This design comes from an exercise in tuning for small area, a short achievable clock period and few clock cycles per item on the open sky130 flow, not from production work. Only simulation tests tie the RTL to the original design; equivalence was not proved.

[flow/design.v]
module g96_mixer (
    input  wire         clk,
    input  wire         rst,           
    input  wire         in_valid,
    output wire         in_ready,
    input  wire [63:0]  in_key,
    input  wire [31:0]  in_stream,
    input  wire [7:0]   in_purpose,
    input  wire [63:0]  in_pos,
    input  wire         in_quick,
    output wire         out_valid,
    input  wire         out_ready,
    output wire [127:0] out_block
);
    localparam [31:0] M0    = 32'hE817FB2D;
    localparam [31:0] M1    = 32'h9C5A3E71;
    localparam [31:0] KINC0 = 32'hA5C31E6B;
    localparam [31:0] KINC1 = 32'h7F4A9D27;
    reg [31:0] x0, x1, x2, x3;
    reg [31:0] k0, k1;
    reg        busy;         
    reg        done;         
    reg [2:0]  left;         
    assign in_ready  = !busy && (!done || out_ready);
    assign out_valid = done;
    assign out_block = {x3, x2, x1, x0};
    wire accept = in_valid && in_ready;
    wire [31:0] t0a = (x0 ^ k0) * M0;
    wire [31:0] t2a = (x2 ^ k1) * M1;
    wire [31:0] u1a = x1 + ({t0a[18:0], t0a[31:19]} ^ t2a);
    wire [31:0] u3a = x3 ^ ({t2a[12:0], t2a[31:13]} + t0a);
    wire [31:0] k0a = k0 + KINC0;
    wire [31:0] k1a = k1 + KINC1;
    wire [31:0] t0b = (u1a ^ k0a) * M0;
    wire [31:0] t2b = (u3a ^ k1a) * M1;
    wire [31:0] u1b = t2a + ({t0b[18:0], t0b[31:19]} ^ t2b);
    wire [31:0] u3b = t0a ^ ({t2b[12:0], t2b[31:13]} + t0b);
    wire [31:0] k0b = k0a + KINC0;
    wire [31:0] k1b = k1a + KINC1;
    always @(posedge clk) begin
        if (rst) begin
            busy <= 1'b0;
            done <= 1'b0;
            left <= 3'd0;
        end else if (accept) begin
            busy <= 1'b1;
            done <= 1'b0;
            left <= in_quick ? 3'd3 : 3'd5;
        end else if (busy) begin
            left <= left - 3'd1;
            if (left == 3'd1) begin
                busy <= 1'b0;
                done <= 1'b1;
            end
        end else if (done && out_ready) begin
            done <= 1'b0;
        end
    end
    always @(posedge clk) begin
        if (accept) begin
            x0 <= in_pos[31:0];
            x1 <= in_pos[63:32];
            x2 <= in_stream;
            x3 <= {in_purpose, 24'd0};
            k0 <= in_key[31:0];
            k1 <= in_key[63:32];
        end else if (busy) begin
            x0 <= u1b;
            x1 <= t2b;
            x2 <= u3b;
            x3 <= t0b;
            k0 <= k0b;
            k1 <= k1b;
        end
    end
endmodule
[flow/run.sh]
#!/bin/bash
# synth_recipe.tcl (not shown) runs the flow's synth.tcl, then flattens the netlist and writes it again
# the make line also repeats each setting of config.mk as NAME=value (left out here)
make -C /OpenROAD-flow-scripts/flow DESIGN_CONFIG=/design/flow/config.mk WORK_HOME=/design/flow/orfs CLKGATE_MAP_FILE= SYNTH_SCRIPT=/design/flow/synth_recipe.tcl finish
[flow/config.mk]
export PLATFORM = sky130hd
export DESIGN_NAME = g96_mixer
export DESIGN_NICKNAME = g96_mixer
export VERILOG_FILES = /design/flow/design.v
export SDC_FILE = /design/flow/constraint.sdc
export NUM_CORES = 4
export LEC_CHECK = 0
export CAP_MARGIN = 20
export CORE_MARGIN = 2
export CORE_UTILIZATION = 40
export SLEW_MARGIN = 20
[flow/constraint.sdc]
create_clock -name core_clock -period 20.0 [get_ports {clk}]
set_input_delay 4.0000 -clock core_clock [delete_from_list [all_inputs] [get_ports {clk}]]
set_output_delay 4.0000 -clock core_clock [all_outputs]
set_load 0.01 [all_outputs]
==> results of run 1 <==
registers in the layout, summed over array words and instances (netlist names):
name,count
done,1
k1,32
left,3
x0,32
k0,32
x1,32
busy,1
x3,32
x2,32
cell usage in the layout (no fill, tap or decap), types with 10 or more instances in the layout:
cell / instances
and2_1: 17
nand3_1: 32
buf_4: 155
clkbuf_16: 17
inv_1: 1403
and3_1: 19
a22o_1: 14
dfxtp_1: 28
xor2_1: 184
nor4_1: 11
o21a_1: 46
fa_1: 783
nand4_1: 16
nor2b_1: 28
o21bai_1: 30
xor2_2: 10
o21ai_0: 167
nand2_1: 276
xnor2_1: 452
o31ai_1: 10
a211oi_1: 21
ha_1: 816
or3_1: 16
a21o_1: 80
edfxtp_1: 168
o211ai_1: 13
clkdlybuf4s50_1: 302
nor3_1: 44
nor2_1: 249
nand2b_1: 33
a31oi_1: 23
a21boi_0: 11
or2_2: 13
a21oi_1: 263
xnor2_2: 22
kinds of logic (layout without fill, tap and decap cells):
group	after synthesis	after routing	share of synthesized area, %
AO/OA/AOI/OAI	785	785	9.495
XOR/XNOR	683	683	11.93
adder cells (fa/ha/maj)	1609	1609	50.10
buffers and inverters	1480	1896	10.70
flip-flops	197	197	10.84
multiplexers	9	9	0.1952
other	0	1	0
AND/OR/NAND/NOR	778	778	6.737
layout make-up:
cell class	instances	area (um^2)	area share, %
Sequential cell	197	5627	9.531
Clock buffer	19	432.9	0.7333
Clock inverter	12	135.1	0.2289
Multi-Input combinational cell	3864	41170	69.74
Timing Repair Buffer	457	4187	7.092
Inverter	1408	5298	8.974
Antenna cell	1	2.502	0.004239
Tap cell	1742	2180	3.692
path summary, 6_finish.rpt:
path	depth (start not counted)	end	slack, ns
hold / removal	2	x3[1]	0.52
setup / recovery	68	x0[31]	0.65
hold reg to reg	2	x3[1]	0.52
setup reg to reg	68	x0[31]	0.65
timing repair:
item,in CTS,in global routing
pin swaps,1,4
gates resized for setup,15,56
endpoints found under the setup margin,12,22
buffers inserted,1,3
worst max-delay path, delay by kind of cell, from the launching register on:
family / cells / cell delay [ns]
XOR/XNOR: 6 / 1.75
buffers and inverters: 15 / 1.66
flip-flops: 1 / 0.52
adder cells (fa/ha/maj): 21 / 9.58
AND/OR/NAND/NOR: 7 / 1.51
AO/OA/AOI/OAI: 19 / 4.14
routing by layer:
layer | vias up | track usage (%)
met4 | 2 | 12.43
met2 | 1650 | 46.11
met5 | - | 0
li1 | 18290 | -
met3 | 268 | 4.368
met1 | 20360 | 41.23
stage by stage:
| stage | util [%] | cells |
|---|---|---|
| 6_report | 45.71 | 7700 |
| 2_1_floorplan | - | 5541 |
| 3_5_place_dp | 44.93 | 7664 |
| 3_3_place_gp | 44.93 | 7664 |
| 5_1_grt | 45.71 | 7700 |
| 4_1_cts | 45.43 | 7696 |
==> results by group, run 1 <==
Run status
  – Run status: finished clean

Synthesis
  – Syn_nets: ~7,300
  – Sequential fraction of the synthesis area: 10.84%
  – Most instantiated cells after synthesis: inv_1 (1,405), ha_1 (820), fa_1 (784), xnor2_1 (473), nand2_1 (277)
  – Mapped Avg Cell Area: 9.368 um^2
  – Top cells by area, synth: fa_1 (30%), ha_1 (20%), inv_1 (10%)
  – Most common cell in the synthesized netlist: inv_1
  – Post-Syn Area: 51,910 um^2
  – Share of Yosys cell area claimed by the top area cell type: 30.24%
  – Flop and latch count out of synthesis: about 200
  – Ys Warns: 1
  – Yosys cell types: 93
  – Yosys top cell by area: fa_1
  – Main flop type after synthesis: edfxtp_1
  – Mapped Cells: 5,541
  – EDFF count, synth: between 150 and 200
  – Asr flop ratio synth: 0%

Global route
  – Largest net degree at the start of global routing: 99
  – GRT overflow: 0
  – Gr usage total: 29.66%
  – Number of global-route vias before repair: a little over 40,000
  – Initial antenna violation count: 7
  – Global-route wire length before repair: 281,800 um

Routing
  – Met1 WL: 83,490 um
  – Wire length per cell: 25.36 um
  – Highest routed layer: met5
  – Post-DRT Antenna Nets: 0
  – Via-per-instance ratio: approximately 5.3
  – Via count: a little over 40,000
  – DR WL met3: 16,000 um
  – Initial DRC count: 3,962
  – Residual DRC: 0
  – Met2 WL: roughly 86,000 um
  – Drt total wl: between 150,000 and 200,000 um
  – Router iterations before antenna repair: 6

Place
  – HPWL after detailed placement: 174,100 um
  – Placed cell area: 58,020 um^2
  – Gp weighted congestion: 1.056
  – Dpl ws: -0.6148 ns
  – Port Buffer Count: a little over 300

STA
  – WHS: 0.5176 ns
  – Max Freq: 51.68 MHz
  – Setup WS post-layout: 0.6483 ns
  – Final setup viols: 0
  – Max transition margin: 13.50%
  – Minimum clock period: 19.35 ns
  – Final hold violations: 0
  – Final Cycle Share: a little over nine tenths
  – Max Slew Vio Count: 0
  – Setup TNS: 0 ns
  – Worst Clk Skew: 0.02558 ns
  – Worst-Margin Slew: roughly 1.3 ns

Floorplan
  – Die Area: 132,700 um^2
  – Num ports: 303
  – Initial Util: between 40% and 50%
  – Die height: 364.2 um
  – Placeable Area: 129,200 um^2
  – Row count: 132
  – Die Width: 364.2 um

Critical path
  – Max incr delay on CP: 0.65 ns
  – Required @ worst endpoint: 20.41 ns
  – Crit path kind: reg2reg
  – Crit-path max FO: 6
  – Worst Setup Start Kind: flop
  – Setup crit end kind: flop
  – Worst R2R Start: k0[5]
  – Slowest cell on crit path: fa_2
  – CP startpoint: k0[5]
  – CP Data Arrival Time: 19.76 ns
  – Most used cell, CP: fa_1

Min path
  – Hold Path Class: reg2reg
  – Critical hold path startpoint: x3[1]

Run
  – Max-cap violations: 0

Cells and area
  – # fillers: approximately 13,000
  – Area added between synthesis and finish: 13.73%
  – Post-route cell area: 59,030 um^2
  – Final nets: 7,722
  – Share of cells above drive strength 1: 4.969%

Clock tree
  – Htree depth: 4
  – Clock Tree Buf Depth: 2
  – # hold bufs at CTS: 0
  – Clock sinks: 197
  – CTS tree: yes
  – Clk latency of the worst-skew pair: 0.56 ns
  – Root buf cell: clkbuf_16
  – CTS clk-pin slew, worst paths: 0.10 ns
  – Num CTS Buffers: 17
Testbench counts, summed over its fixed seeds: cycles 44,196, items 8,000.
==> run 2: changes to the inputs <==
==> flow/design.v (replaced) <==
module g96_mixer (
    input  wire         clk,
    input  wire         rst,           
    input  wire         in_valid,
    output wire         in_ready,
    input  wire [63:0]  in_key,
    input  wire [31:0]  in_stream,
    input  wire [7:0]   in_purpose,
    input  wire [63:0]  in_pos,
    input  wire         in_quick,
    output wire         out_valid,
    input  wire         out_ready,
    output wire [127:0] out_block
);
    localparam [31:0] KINC0 = 32'hA5C31E6B;
    localparam [31:0] KINC1 = 32'h7F4A9D27;
    reg [31:0]  x0, x1, x2, x3;    
    reg [31:0]  k0, k1;            
    reg [127:0] ob;                
    reg         ofull;             
    reg         run;               
    reg         acc;               
    reg [3:0]   left;              
    wire last = (left == 4'd1);    
    wire load = !run || last;
    assign in_ready  = run && !acc && !ofull;
    assign out_valid = ofull;
    assign out_block = ob;
    wire accept = in_valid && in_ready;
    wire finish = run && last && (acc || accept);    
    wire [31:0] a0 = x0 ^ k0;
    wire [31:0] a2 = x2 ^ k1;
    wire [31:0] t0 = a0 - (a0 << 2) - (a0 << 4) + (a0 << 6) - (a0 << 8) - (a0 << 10) - (a0 << 19) + (a0 << 21) + (a0 << 27) - (a0 << 29);
    wire [31:0] t2 = a2 - (a2 << 4) + (a2 << 7) - (a2 << 9) + (a2 << 14) + (a2 << 17) - (a2 << 19) - (a2 << 21) + (a2 << 23) - (a2 << 26) + (a2 << 29) + (a2 << 31);
    wire [31:0] u1 = x1 + ({t0[18:0], t0[31:19]} ^ t2);
    wire [31:0] u3 = x3 ^ ({t2[12:0], t2[31:13]} + t0);
    always @(posedge clk) begin
        if (rst) begin
            run   <= 1'b0;
            acc   <= 1'b0;
            ofull <= 1'b0;
            left  <= 4'd0;
        end else begin
            if (finish)
                ofull <= 1'b1;
            else if (out_ready)
                ofull <= 1'b0;
            if (load) begin
                run  <= in_valid && !accept;
                acc  <= 1'b0;
                left <= in_quick ? 4'd6 : 4'd10;
            end else begin
                if (accept)
                    acc <= 1'b1;
                left <= left - 4'd1;
            end
        end
    end
    always @(posedge clk) begin
        if (finish)
            ob <= {t0, u3, t2, u1};
    end
    always @(posedge clk) begin
        if (load) begin
            x0 <= in_pos[31:0];
            x1 <= in_pos[63:32];
            x2 <= in_stream;
            x3 <= {in_purpose, 24'd0};
            k0 <= in_key[31:0];
            k1 <= in_key[63:32];
        end else begin
            x0 <= u1;
            x1 <= t2;
            x2 <= u3;
            x3 <= t0;
            k0 <= k0 + KINC0;
            k1 <= k1 + KINC1;
        end
    end
endmodule
==> run 2 against run 1 <==
Compared with the run above:
- register-to-register slack gained 9.6 ns
- global-route usage shrank 3.6 points
- critical path depth shrank 35
- final area shrank 47%
- utilization grew 3.3 points
- area after synthesis shrank 50%
- final cell count shrank 50%
- largest cell class unchanged
- synthesized cell count shrank 52%
- critical path type unchanged
- count of clock-buffer cells in the layout grew 34
- critical endpoint is now ob[30]
- sequential share of layout area grew 15 points
==> results by group, run 2 <==
Critical path
  – Required @ worst endpoint: 20.32 ns
  – Setup crit end kind: flop
  – CP Data Arrival Time: 10.11 ns
  – CP delay by family, top: compound AO/OA/AOI/OAI gates
  – Number of buffer and inverter stages on the critical path: 4
  – Worst Setup Start Kind: flop
  – Most used cell, CP: ha_1
  – Reg2reg path depth: 33
  – Capture point of the worst reg-to-reg path: ob[30]
  – Max incr delay on CP: about 0.56 ns
  – Worst R2R Start: k0[9]
  – Slowest cell on crit path: fa_1
  – Crit-path max FO: 8
  – FF-to-FF setup slack: between 10 and 15 ns
  – Crit path kind: reg2reg

Global route
  – Initial antenna violation count: 3
  – Gr usage total: a little over a quarter
  – Largest net degree at the start of global routing: 91
  – Number of global-route vias before repair: 20,720
  – Global-route wire length before repair: 129,900 um
  – GRT overflow: 0

Synthesis
  – Most common cell in the synthesized netlist: inv_1
  – Syn_nets: 3,331
  – Ys Warns: 1
  – Yosys cell types: 77
  – Sequential fraction of the synthesis area: between 30% and 40%
  – EDFF count, synth: 128
  – Asr flop ratio synth: 0%
  – Most instantiated cells after synthesis: inv_1 (406), nand2_1 (335), ha_1 (278), xnor2_1 (227), fa_1 (214)
  – Main flop type after synthesis: dfxtp_1
  – Top cells by area, synth: fa_1 (17%), dfxtp_1 (15%), edfxtp_1 (15%)
  – Mapped Avg Cell Area: 9.721 um^2
  – Flop and latch count out of synthesis: 327
  – Yosys top cell by area: fa_1
  – Share of Yosys cell area claimed by the top area cell type: 16.53%
  – Mapped Cells: ~2,700
  – Post-Syn Area: 25,920 um^2

Clock tree
  – Root buf cell: clkbuf_16
  – CTS clk-pin slew, worst paths: 0.06 ns
  – CTS tree: yes
  – Post-CTS sizing: 0
  – Num CTS Buffers: 41
  – Clock Tree Buf Depth: 3
  – # hold bufs at CTS: 0
  – Htree depth: 2
  – Setup bufs post-CTS: 0
  – Clk latency of the worst-skew pair: approximately 0.59 ns
  – Clock sinks: about 330

Min path
  – Hold path cells: 1
  – Critical hold path startpoint: left[0]
  – Hold Path Class: reg2reg
  – WHS Endpoint: left[0]

Routing
  – Post-DRT Antenna Nets: 0
  – Wire length per cell: between 20 and 25 um
  – Via count: 19,960
  – Via-per-instance ratio: 5.142
  – Router iterations before antenna repair: 6
  – Residual DRC: 0
  – Initial DRC count: 1,171
  – Drt total wl: ~87,000 um

STA
  – Max Slew Vio Count: 0
  – Max transition margin: 27.85%
  – Final hold violations: 0
  – Worst Clk Skew: 0.02496 ns
  – Max Freq: between 100 and 150 MHz
  – Minimum clock period: 9.793 ns
  – RSZ-0062 raised after global routing: no
  – Final setup viols: 0
  – Setup TNS: 0 ns
  – Final Cycle Share: about half
  – Worst-Margin Slew: roughly 1.1 ns

Place
  – Gp weighted congestion: about 0.96
  – Port Buffer Count: between 300 and 400
  – HPWL after detailed placement: 71,760 um

Floorplan
  – Num ports: 303
  – Row count: 93
  – Die Area: 66,840 um^2
  – Die Width: 258.5 um
  – Die height: 258.5 um
  – Placeable Area: 64,230 um^2
  – Initial Util: 40.35%

Cells and area
  – Max FFs per register: 128
  – Multi-input gate area: 16,390 um^2
  – Reg area: approximately 8000 um^2
  – Share of cells above drive strength 1: 4.957%
  – Final core occ: 49.03%
  – Reg with most FFs: ob
  – Most common cell after layout, fill and taps aside: inv_1
  – # fillers: 6,033
  – Most frequent cells in the layout: inv_1 (406), nand2_1 (334), clkdlybuf4s50_1 (302), ha_1 (278), xnor2_1 (226)
  – Final nets: around 3,700
  – Area added between synthesis and finish: 21.52%

Run status
  – Run status: finished clean

Run
  – Max-cap violations: 0
[run 2: cell types whose count changed in the layout (fill, tap and decap cells not counted), moves of 28 or more]
| cell | change |
|---|---|
| nor2_1 | -155 |
| o21ai_0 | -53 |
| fa_1 | -569 |
| buf_4 | -124 |
| inv_1 | -997 |
| edfxtp_1 | -40 |
| xor2_1 | -93 |
| a21oi_1 | -151 |
| xnor2_1 | -226 |
| dfxtp_1 | +171 |
| a21o_1 | -28 |
| ha_1 | -538 |
| nand2_1 | +58 |
[run 2: worst max-delay path by stage]
stage / endpoint / start / cells after the start
after floorplan: ofull / in_valid / 3
after global placement: ob[30] / k0[5] / 33
after detailed placement: ob[30] / k0[9] / 33
after CTS: ob[30] / k0[9] / 33
after global routing: x0[31] / k0[9] / 34
final: ob[30] / k0[9] / 33
[run 2: cell type report]
class | count | share of cell area [%]
Clock buffer | 53 | 3.528
Antenna cell | 1 | 0.007946
Clock inverter | 23 | 0.9654
Multi-Input combinational cell | 1881 | 52.04
Sequential cell | 327 | 24.85
Timing Repair Buffer | 333 | 10.34
Inverter | 409 | 4.875
Tap cell | 855 | 3.397
[run 2: cell families after synthesis]
kind of cell    share of synthesized area [%]
compound gates                          10.70
xor+xnor                                11.09
fa+ha+maj                               29.95
buf+inv                                 6.648
flops                                   30.20
mux                                     1.260
simple gates                            10.15
[run 2: stage by stage]
| step | setup WS (ns) | instance area [um^2] | std cells | hold WS (ns) |
|---|---|---|---|---|
| floorplan | 5.624 | 25920 | 2666 | 0.4499 |
| global placement | 10.44 | 30080 | 3805 | 0.4660 |
| detailed placement | 10.37 | 30080 | 3805 | 0.4815 |
| CTS | 10.32 | 31490 | 3881 | 0.4890 |
| global route | 9.864 | 31490 | 3881 | 0.5142 |
| finish | 10.21 | 31490 | 3882 | 0.4897 |
[run 2: metal layers]
layer	track usage (%)	vias up	wire length [um]	share of wire, %
li1	-	9410	-	-
met1	33.40	9835	37190	43
met2	45.61	571	43140	49
met3	2.876	142	3781	4.3
met4	9.088	2	3100	3.6
met5	0	-	9	0.010
[run 2: worst register-to-register path, delay by kind of cell, from the launching register on]
kind / cells / cell delay (ns)
and+or+nand+nor: 4 / 0.74
AOI/OAI and AO/OA: 13 / 3.76
DFF: 1 / 0.45
adders and majority gates: 8 / 2.98
buffers and inverters: 4 / 0.50
xor gates and xnor gates: 3 / 0.84
muxes: 1 / 0.27
Testbench counts of run 2, summed over its fixed seeds: cycles 72,392, items 8,000.
==> run 3: changes to the inputs <==
--- a/flow/design.v
+++ b/flow/design.v
@@ -23,11 +23,11 @@
     reg [3:0]   left;              
     wire last = (left == 4'd1);    
     wire load = !run || last;
-    assign in_ready  = run && !acc && !ofull;
+    assign in_ready  = run && !acc && !ofull && !last;
     assign out_valid = ofull;
     assign out_block = ob;
     wire accept = in_valid && in_ready;
-    wire finish = run && last && (acc || accept);    
+    wire finish = run && last && acc;    
     wire [31:0] a0 = x0 ^ k0;
     wire [31:0] a2 = x2 ^ k1;
     wire [31:0] t0 = a0 - (a0 << 2) - (a0 << 4) + (a0 << 6) - (a0 << 8) - (a0 << 10) - (a0 << 19) + (a0 << 21) + (a0 << 27) - (a0 << 29);
@@ -46,7 +46,7 @@
             else if (out_ready)
                 ofull <= 1'b0;
             if (load) begin
-                run  <= in_valid && !accept;
+                run  <= in_valid;
                 acc  <= 1'b0;
                 left <= in_quick ? 4'd6 : 4'd10;
             end else begin
==> run 3 against run 2 <==
Compared with the run above:
- still clean on timing, DRC and antenna
- hold slack gained 0.030 ns
- critical path depth shrank 2
- routed wire length shrank 5.2%
- maximum frequency grew 4.3%
- critical path type unchanged
- highest routed layer unchanged
==> results by group, run 3 <==
Run status
  – Run status: finished clean

Clock tree
  – Clock sinks: around 330
  – CTS tree: yes
  – Root buf cell: clkbuf_16
  – # hold bufs at CTS: 0
  – Num CTS Buffers: 40
  – Clock Tree Buf Depth: 3
  – Htree depth: 2
  – Clk latency of the worst-skew pair: 0.57 ns
  – CTS clk-pin slew, worst paths: 0.06 ns
  – Post-CTS sizing: 0
  – Setup bufs post-CTS: 0

STA
  – Max transition margin: 26.79%
  – Worst-Margin Slew: 1.098 ns
  – Final Cycle Share: between 40% and 50%
  – Setup WS post-layout: 10.62 ns
  – Minimum clock period: ~9.4 ns
  – Worst Clk Skew: 0.02106 ns
  – Setup TNS: 0 ns
  – Max Slew Vio Count: 0
  – Final hold violations: 0
  – RSZ-0062 raised after global routing: no
  – Max Freq: 106.6 MHz
  – Final setup viols: 0

Synthesis
  – Yosys top cell by area: fa_1
  – Compound-Gate Fraction of Synth Area: 11.47%
  – Flop and latch count out of synthesis: 327
  – Synth Area in Simple Gates: 9.791%
  – Syn_nets: roughly 3,300
  – Multiplexer share of the synthesized area: 1.030%
  – Main flop type after synthesis: dfxtp_1
  – Asr flop ratio synth: 0%
  – Post-Syn Area: 26,110 um^2
  – Yosys cell types: 89
  – Largest family of logic cells by synthesized area: adder cells
  – Mapped Avg Cell Area: 9.804 um^2
  – Ys Warns: 1
  – Share of Yosys cell area claimed by the top area cell type: between 10% and 20%
  – Most common cell in the synthesized netlist: inv_1
  – Mapped Cells: ~2,700
  – EDFF count, synth: around 130
  – Most instantiated cells after synthesis: inv_1 (405), nand2_1 (316), ha_1 (278), xnor2_1 (219), fa_1 (214)
  – Post-Synth XOR/XNOR Area: between 10% and 20%
  – Sequential fraction of the synthesis area: 29.98%
  – Top cells by area, synth: fa_1 (16%), dfxtp_1 (15%), edfxtp_1 (15%)
  – Synthesized-area fraction occupied by adder cells: between 20 and 30%

Cells and area
  – # fillers: between 5,000 and 6,000
  – Fin cells: ~3,900
  – Area added between synthesis and finish: 21.20%
  – Max FFs per register: 128
  – Share of cells above drive strength 1: approximately 5.4%
  – Multi-input gate area: 16,550 um^2
  – Most common cell after layout, fill and taps aside: inv_1
  – Reg area: 7828 um^2
  – Most frequent cells in the layout: inv_1 (405), nand2_1 (316), clkdlybuf4s50_1 (302), ha_1 (278), xnor2_1 (219)
  – Reg with most FFs: ob
  – Final nets: around 3,700
  – Antenna cells: 0

Critical path
  – Required @ worst endpoint: 20.45 ns
  – Most used cell, CP: ha_1
  – Crit path kind: reg2reg
  – Worst Setup Start Kind: flop
  – Slowest cell on crit path: o21ai_1
  – Crit-path max FO: 7
  – Setup crit end kind: flop
  – Max incr delay on CP: 0.59 ns
  – CP Data Arrival Time: 9.84 ns

Floorplan
  – Die Area: 67,330 um^2
  – Num ports: 303
  – Die Width: approximately 260 um
  – Initial Util: 40.50%
  – Row count: a little over 90
  – Die height: about 260 um
  – Placeable Area: around 64,000 um^2

Routing
  – Residual DRC: 0
  – Initial DRC count: 1,259
  – Via count: 19,710
  – Drt total wl: 82,660 um
  – Via-per-instance ratio: 5.090
  – Router iterations before antenna repair: 5
  – Wire length per cell: about 21 um
  – Post-DRT Antenna Nets: 0

Place
  – Port Buffer Count: approximately 300
  – Dpl ws: 10.62 ns
  – Gp weighted congestion: 0.9427
  – Placed Cells incl. Taps: 3,798
  – HPWL after detailed placement: between 60,000 and 70,000 um

Min path
  – Hold Path Class: reg2reg

Global route
  – Gr usage total: 24.64%
  – Largest net degree at the start of global routing: 92
  – Number of global-route vias before repair: 20,690
  – GRT overflow: 0
  – Global-route wire length before repair: about 120,000 um
  – Initial antenna violation count: 4

Run
  – Max-cap violations: 0
run 3: cell count changes in the layout (fill, tap and decap cells not counted), moves of 5 or more:
cell / before / now
a21o_1: 52 / 70
and3_1: 19 / 10
nand2_1: 334 / 316
nand3_1: 19 / 25
nor2_1: 94 / 86
nor3_1: 32 / 27
o31ai_1: 9 / 14
xnor2_1: 226 / 219
xor2_1: 91 / 97
run 3: kinds of logic after synthesis:
kind of cell               count (synthesis)
and+or+nand+nor                          573
adders and majority gates                492
buffers and inverters                    463
AOI/OAI and AO/OA                        458
DFF                                      327
xor gates and xnor gates                 326
muxes                                     24
run 3: final timing paths:
| kind | startpoint | end | slack, ns | cells past startpoint |
|---|---|---|---|---|
| max | k0[3] | x0[21] | 10.62 | 31 |
| min | left[0] | left[0] | 0.52 | 1 |
| max reg2reg | k0[3] | x0[21] | 10.62 | 31 |
| min reg2reg | left[0] | left[0] | 0.52 | 1 |
run 3: worst max-delay path: cells and delay by family, from the launching register on:
family / cells / cell delay [ns]
multiplexers: 1 / 0.27
adder cells (fa/ha/maj): 8 / 3.12
AO/OA/AOI/OAI: 11 / 3.31
flip-flops: 1 / 0.43
XOR/XNOR: 3 / 0.91
AND/OR/NAND/NOR: 5 / 0.84
buffers and inverters: 3 / 0.39
run 3: per-stage QoR:
stage          hold WS (ns)  area (um^2)  utilization [%]
2_1_floorplan        0.4499        26110                -
3_3_place_gp         0.4760        30250            46.93
3_5_place_dp         0.5173        30250            46.93
4_1_cts              0.5254        31640            49.09
5_1_grt              0.5326        31640            49.09
6_report             0.5197        31640            49.09
run 3: final cells by class:
class	instances	share of cell area, %
clock inverter	27	1.052
timing repair buffer	334	10.31
tap	855	3.381
sequential	327	24.74
multi-input combinational	1873	52.31
clock buffer	47	3.345
inverter	409	4.868
run 3: layer usage:
metal / part of all wire [%] / global-route usage, %
met1: 44 / 32.52
met2: 47 / 40.70
met3: 5.7 / 4.325
met4: 3.5 / 8.525
met5: 0.016 / 0
Testbench counts of run 3, summed over its fixed seeds: cycles 72,392, items 8,000.

==> port drivers added, routing unchanged <==
Ports are ideal in the flow. The routed layouts listed here were re-timed in OpenROAD. Step 1 assumes that a clkbuf_16 drives the clock port and a buf_2 every other input. Step 2 also shifts input and output timing later by t, the mid clock arrival at the registers, as if the neighbouring blocks saw the same clock. Three values: no drivers, after step 1, after step 2; two values: the first two.
run	t (ns)	slack for setup (ns)	worst hold slack (ns)	slew at the worst register clock pin (ns)	cell pins on the clock port's net
run 1	0.599	0.648 / 0.648 / 0.648	0.518 / 0.518 / 0.518	0.10 / 0.10	1
run 2	0.642	10.207 / 10.207 / 10.207	0.490 / 0.490 / 0.490	0.07 / 0.07	1
run 3	0.617	10.615 / 10.615 / 10.615	0.520 / 0.520 / 0.520	0.07 / 0.07	1
After both steps setup and hold are still met in every run listed.
